What follows belongs to an exercise in optimizing a design on an open flow for small area and a short achievable clock period; a production flow would make more cautious choices. RTL that was checked went through simulation tests only; none was proved equivalent to the original. Power figures rest on the tool's default switching activity, not on a simulated workload.

// rank_filter
module rank_filter (
    input  wire               clk,
    input  wire               rst,         
    input  wire [2:0]         rf_half,     
    input  wire               rf_mode,     
    input  wire [15:0]        rf_thresh,   
    input  wire               in_valid,
    input  wire signed [17:0] in_data,
    output reg                out_valid,
    output reg  signed [17:0] out_data,
    output reg                out_hit
);
For scale: ~2300 cells after synthesis, roughly 61 I/O pins, roughly 0.024 mm^2 of cells after synthesis.
Settings: LEC_CHECK=0, CAP_MARGIN=20, CORE_MARGIN=2, CORE_UTILIZATION=25, CTS_CLUSTER_DIAMETER=80, CTS_CLUSTER_SIZE=24, PLACE_DENSITY=0.45, SLEW_MARGIN=20; clock period 24.0 ns.
standard.sh (not shown) runs the stock make flow with config.mk's settings and CLKGATE_MAP_FILE= SYNTH_SCRIPT=/design/flow/synth_recipe.tcl, a recipe that flattens the netlist after the stock synthesis.
==> flow/flow/run.sh <==
#!/bin/bash
# Layout flow: the standard ORFS flow (standard.sh, unchanged synthesis),
# with two changes in how the layout is made:
#  - timing repair aims for more setup slack than the clock needs, so the
#    critical paths are sized up instead of left at minimum size;
#  - the port buffers are buf_2 cells.
# The clock period, SDC and all constraints are the standard flow's.
set -euo pipefail
bash standard.sh \
  SETUP_SLACK_MARGIN=18.1 \
  BUFFER_PORTS_ARGS="-buffer_cell sky130_fd_sc_hd__buf_2" \
  finish > flow.log 2>&1
==> next run, changes <==
Settings changed: CORE_UTILIZATION 25 to 55, PLACE_DENSITY 0.45 to 0.75.
After rerunning: The changed run finished with timing, DRC and antenna clean; area after synthesis is unchanged; cell count decreases by 20%; via count increases by 2.0%; maximum frequency decreases by 0.68%; worst setup slack loses 0.040 ns; clock power decreases by 17%; power decreases by 7.6%.
==> next run, changes <==
Settings changed: CORE_UTILIZATION 55 to 65, PLACE_DENSITY 0.75 to 0.82.
Effect: The changed run passed the timing, design-rule and antenna checks. Power shrinks by 1.4%. Final cell count drops by 4.0%. Global-route usage rises by 6.5 points. Wire length grows by 0.54%. Clock skew came out higher by 0.010 ns.

* * *

rank_filter, a different RTL version from the one above (not shown whole).
For scale: ~2,400 cells after synthesis, roughly 430 flip-flops, about 61 I/O pins.
==> flow/config.mk <==
export PLATFORM = sky130hd
export DESIGN_NAME = rank_filter
export DESIGN_NICKNAME = rank_filter
export VERILOG_FILES = /design/flow/design.v
export SDC_FILE = /design/flow/constraint.sdc
export NUM_CORES = 4
export LEC_CHECK = 0
export CAP_MARGIN = 20
export CORE_MARGIN = 2
export CORE_UTILIZATION = 45
export CTS_CLUSTER_DIAMETER = 80
export CTS_CLUSTER_SIZE = 24
export PLACE_DENSITY = 0.65
export SLEW_MARGIN = 20
==> flow/constraint.sdc <==
create_clock -name core_clock -period 24.0 [get_ports {clk}]
set_input_delay 4.8000 -clock core_clock [delete_from_list [all_inputs] [get_ports {clk}]]
set_output_delay 4.8000 -clock core_clock [all_outputs]
set_load 0.01 [all_outputs]
Scripts as last shown in full above: flow/flow/run.sh
Edit:
CORE_UTILIZATION = 55   (was 45)
PLACE_DENSITY = 0.75   (was 0.65)
Via count rose by about 0.6%.
Routed wire length goes down by 5.5%.
Count of clock-buffer cells in the layout goes up by 3.
Combinational power went down by about 1%.
Worst hold slack barely changes.

* * *

== v55 ==
Another version of the RTL of rank_filter (not shown whole).
Size: ~2300 cells after synthesis, ~430 flip-flops, ~0.024 sq mm of cells after synthesis.
clock: 24.0 ns
lec_check: 0
cap_margin: 20
core_margin: 2
core_utilization: 55
cts_cluster_diameter: 80
cts_cluster_size: 24
place_density: 0.75
slew_margin: 20
==> flow/flow/run.sh <==
#!/bin/bash
# Layout flow: the standard ORFS flow (standard.sh, unchanged synthesis),
# with two changes in how the layout is made:
#  - timing repair aims for more setup slack than the clock needs, so the
#    critical paths are sized up instead of left at minimum size;
#  - the port buffers are buf_2 cells.
# The clock period, SDC and all constraints are the standard flow's.
set -euo pipefail
bash standard.sh \
  SETUP_SLACK_MARGIN=18.15 \
  BUFFER_PORTS_ARGS="-buffer_cell sky130_fd_sc_hd__buf_2" \
  finish > flow.log 2>&1
Changes in v1 relative to v55:
# v55
export LEC_CHECK = 0
export CAP_MARGIN = 20
export CORE_MARGIN = 2
export CORE_UTILIZATION = 55
export CTS_CLUSTER_DIAMETER = 80
export CTS_CLUSTER_SIZE = 24
export PLACE_DENSITY = 0.75
export SLEW_MARGIN = 20
create_clock -name core_clock -period 24.0 [get_ports {clk}]
# v1
export LEC_CHECK = 0
export CAP_MARGIN = 20
export CORE_MARGIN = 2
export CORE_UTILIZATION = 25
export CTS_CLUSTER_DIAMETER = 80
export CTS_CLUSTER_SIZE = 24
export PLACE_DENSITY = 0.45
export SLEW_MARGIN = 20
create_clock -name core_clock -period 24.0 [get_ports {clk}]
-- flow/flow/run.sh --
<<< v55, line 9
bash standard.sh \
  SETUP_SLACK_MARGIN=18.15 \
  BUFFER_PORTS_ARGS="-buffer_cell sky130_fd_sc_hd__buf_2" \
>>> v1, line 9
bash standard.sh \
  SETUP_SLACK_MARGIN=18.1 \
  BUFFER_PORTS_ARGS="-buffer_cell sky130_fd_sc_hd__buf_2" \
Findings:
- For the power share of the clock group, v1 came in 3.2 points higher than v55 did.
- v1 vs. v55: post-CTS setup repair buffer count went down 1, routed wire length went up 13000 um, critical path depth held, setup slack held, share of the cycle needed by the critical path after routing held.
- Global-route wire length before repair (v55 / v1): 0.889
Inputs modified between v1 and v53:
# v1
export LEC_CHECK = 0
export CAP_MARGIN = 20
export CORE_MARGIN = 2
export CORE_UTILIZATION = 25
export CTS_CLUSTER_DIAMETER = 80
export CTS_CLUSTER_SIZE = 24
export PLACE_DENSITY = 0.45
export SLEW_MARGIN = 20
create_clock -name core_clock -period 24.0 [get_ports {clk}]
# v53
export LEC_CHECK = 0
export CAP_MARGIN = 20
export CORE_MARGIN = 2
export CORE_UTILIZATION = 45
export CTS_CLUSTER_DIAMETER = 80
export CTS_CLUSTER_SIZE = 24
export PLACE_DENSITY = 0.65
export SLEW_MARGIN = 20
create_clock -name core_clock -period 24.0 [get_ports {clk}]
-- flow/flow/run.sh --
<<< v1, line 9
bash standard.sh \
  SETUP_SLACK_MARGIN=18.1 \
  BUFFER_PORTS_ARGS="-buffer_cell sky130_fd_sc_hd__buf_2" \
>>> v53, line 9
bash standard.sh \
  SETUP_SLACK_MARGIN=18.15 \
  BUFFER_PORTS_ARGS="-buffer_cell sky130_fd_sc_hd__buf_2" \
### Flow results
The area after detailed placement of v53 falls short of that of v1 by 3.1%. v53 vs v1: count of clock buffers in the final design down. Between v1 and v53, the power share of the sequential group is lower for v1. Compared with v1, v53 shows portion of total power attributed to combinational logic higher by 1.9 points. Wire length on met2 (lower): v53. When v53 is measured against v1, its number of placement rows turns out 29 lower. Leakage component of the power on v53 is behind v1.
> inputs changed (v53 -> v13)
# v53
export LEC_CHECK = 0
export CAP_MARGIN = 20
export CORE_MARGIN = 2
export CORE_UTILIZATION = 45
export CTS_CLUSTER_DIAMETER = 80
export CTS_CLUSTER_SIZE = 24
export PLACE_DENSITY = 0.65
export SLEW_MARGIN = 20
create_clock -name core_clock -period 24.0 [get_ports {clk}]
# v13
export LEC_CHECK = 0
export CAP_MARGIN = 20
export CORE_MARGIN = 2
export CORE_UTILIZATION = 25
export CTS_CLUSTER_DIAMETER = 80
export CTS_CLUSTER_SIZE = 24
export PLACE_DENSITY = 0.45
export SLEW_MARGIN = 20
create_clock -name core_clock -period 24.0 [get_ports {clk}]
-- flow/flow/run.sh --
<<< v53, line 9
bash standard.sh \
  SETUP_SLACK_MARGIN=18.15 \
  BUFFER_PORTS_ARGS="-buffer_cell sky130_fd_sc_hd__buf_2" \
>>> v13, line 9
bash standard.sh \
  SETUP_SLACK_MARGIN=18.0 \
  BUFFER_PORTS_ARGS="-buffer_cell sky130_fd_sc_hd__buf_2" \
==> summary.txt <==
- Changes observed in v13 relative to v53: met1 wire length increased by 8100 um relative to the old numbers; utilization -23 points; total wire length saw an increase; design area higher; total power draw shows an increase of 0.11 mW.
- Compared with v53, v13 shows worst path setup slack after routing lower by 0.041 ns.

* * *

Another version of the RTL of rank_filter (not shown whole).
Size: about 2800 cells after synthesis, ~440 flip-flops.
export LEC_CHECK = 0
export CAP_MARGIN = 20
export CORE_MARGIN = 2
export CORE_UTILIZATION = 25
export PLACE_DENSITY = 0.45
export SLEW_MARGIN = 20
create_clock -name core_clock -period 24.0 [get_ports {clk}]
run.sh (not shown) runs the stock make flow with config.mk's settings and CLKGATE_MAP_FILE= SYNTH_SCRIPT=/design/flow/synth_recipe.tcl, a recipe that flattens the netlist after the stock synthesis.
Stock flow here: none of the scripts above is used.
Edit:
==> flow/flow/run.sh (new file) <==
#!/bin/bash
# Layout flow: the standard ORFS flow (standard.sh, unchanged synthesis),
# with two changes in how the layout is made:
#  - timing repair aims for more setup slack than the clock needs, so the
#    critical paths are sized up instead of left at minimum size;
#  - the port buffers are buf_2 cells.
# The clock period, SDC and all constraints are the standard flow's.
set -euo pipefail
bash standard.sh \
  SETUP_SLACK_MARGIN=17.6 \
  BUFFER_PORTS_ARGS="-buffer_cell sky130_fd_sc_hd__buf_2" \
  finish > flow.log 2>&1
==> flow/standard.sh (new file) <==
#!/bin/bash
# synth_recipe.tcl (not shown) runs the flow's synth.tcl, then flattens the netlist and writes it again
# the make line also repeats each setting of config.mk as NAME=value (left out here)
make -C /OpenROAD-flow-scripts/flow DESIGN_CONFIG=/design/flow/config.mk WORK_HOME=/design/flow/orfs CLKGATE_MAP_FILE= SYNTH_SCRIPT=/design/flow/synth_recipe.tcl "${@:-finish}"
removed: flow/run.sh
Effect: Utilization is about the same; count of clock-buffer cells in the layout went down by 5; via count went down by about 0.6%; clock skew went up by 9.0 ps; final area went down by about 0.3%; synthesized area does not change; routed wire length went down by about 1.2%; total power went down by about 0.6%.
No functional check of the RTL was part of any run of this note.

* * *

Setup of job 2856:
rank_filter, a different RTL version from the one above (not shown whole).
Size in the first run: about 2500 cells after synthesis, about 440 flip-flops, roughly 26000 um2 of cells after synthesis.
==> flow/design.v (excerpt) <==
module rank_filter (
    input  wire               clk,
    input  wire               rst,         
    input  wire [2:0]         rf_half,     
    input  wire               rf_mode,     
    input  wire [15:0]        rf_thresh,   
    input  wire               in_valid,
    input  wire signed [17:0] in_data,
    output reg                out_valid,
    output reg  signed [17:0] out_data,
    output reg                out_hit
);
==> flow/config.mk <==
export PLATFORM = sky130hd
export DESIGN_NAME = rank_filter
export DESIGN_NICKNAME = rank_filter
export VERILOG_FILES = /design/flow/design.v
export SDC_FILE = /design/flow/constraint.sdc
export NUM_CORES = 4
export LEC_CHECK = 0
export CAP_MARGIN = 20
export CORE_MARGIN = 2
export CORE_UTILIZATION = 55
export CTS_BUF_LIST = sky130_fd_sc_hd__clkbuf_4
export CTS_CLUSTER_SIZE = 20
export PLACE_DENSITY = 0.7
export SLEW_MARGIN = 20
==> flow/constraint.sdc <==
create_clock -name core_clock -period 24.0 [get_ports {clk}]
set_input_delay 4.8000 -clock core_clock [delete_from_list [all_inputs] [get_ports {clk}]]
set_output_delay 4.8000 -clock core_clock [all_outputs]
set_load 0.01 [all_outputs]
Stock flow here: none of the scripts above is used.
What job 1204 does differently from job 2856 at the input level:
- PLACE_DENSITY changed from 0.7 to 0.45
- CORE_UTILIZATION changed from 55 to 25
- CTS_BUF_LIST removed (was sky130_fd_sc_hd__clkbuf_4)
- CTS_CLUSTER_SIZE removed (was 20)
## What came out
Min area after detailed placement across job 2856 and job 1204: job 2856. Job 1204 reached the final stage; the timing, design-rule and antenna checks on its layout passed. Cmp job 2856 and job 1204 / total met2 wirelength after detailed routing / lower: job 2856. Sort job 2856 and job 1204 by leakage component of the power desc -> top: job 2856. Status: largest incremental delay on the critical path parity (job 1204, job 2856). ~same final period utilization in job 2856 and job 1204. Job 1204 has clock network latency to the later pin of the worst-skew pair below what job 2856 had. Job 1204 ends up with lower portion of total power attributed to combinational logic than job 2856 does.
No functional check of the RTL was part of any run of this note.

## afterwards: timing with drivers on the ports
Ports are ideal in the flow. The routed layouts listed here were re-timed in OpenROAD. Step 1 (the two cells are an assumption about what drives the block):
set clk [get_ports {clk}]
set_driving_cell -lib_cell sky130_fd_sc_hd__clkbuf_16 $clk
set_driving_cell -lib_cell sky130_fd_sc_hd__buf_2 [delete_from_list [all_inputs] $clk]
Step 2 adds t to the input delays and takes it off the output delays; t is the mean of the earliest and latest rising clock arrival at the registers after step 1. Input paths then give back, and output paths get back, about the clock's delay inside the block. Slacks: ideal / step 1 / step 2; pairs: ideal / step 1.
run	shift t [ns]	setup WS [ns]	latest minus earliest clock arrival (ns)	worst data-port slew with drivers (ns)
the first run of note 1	0.642	18.153 / 18.082 / 18.232	0.043 / 0.042	0.05
the second run of note 1	0.661	18.113 / 18.058 / 18.235	0.029 / 0.029	0.04
the third run of note 1	0.665	18.116 / 18.057 / 18.155	0.037 / 0.037	0.05
the first run of note 2	0.667	18.091 / 18.032 / 18.225	0.031 / 0.032	0.04
the second run of note 2	0.647	18.127 / 18.069 / 18.139	0.035 / 0.035	0.06
v55	0.669	18.133 / 18.069 / 18.195	0.022 / 0.022	0.04
v1	0.646	18.136 / 18.066 / 18.215	0.039 / 0.038	0.06
v53	0.664	18.121 / 18.063 / 18.232	0.045 / 0.044	0.03
v13	0.641	18.080 / 18.041 / 18.080	0.028 / 0.029	0.05
the first run of note 4	0.716	16.823 / 16.823 / 16.823	0.060 / 0.060	0.05
the second run of note 4	0.713	17.863 / 17.863 / 17.863	0.065 / 0.065	0.05
job 2856	0.951	13.823 / 13.823 / 13.823	0.101 / 0.100	0.04
job 1204	0.672	13.842 / 13.842 / 13.842	0.045 / 0.046	0.04
After both steps setup and hold are still met in every run listed.
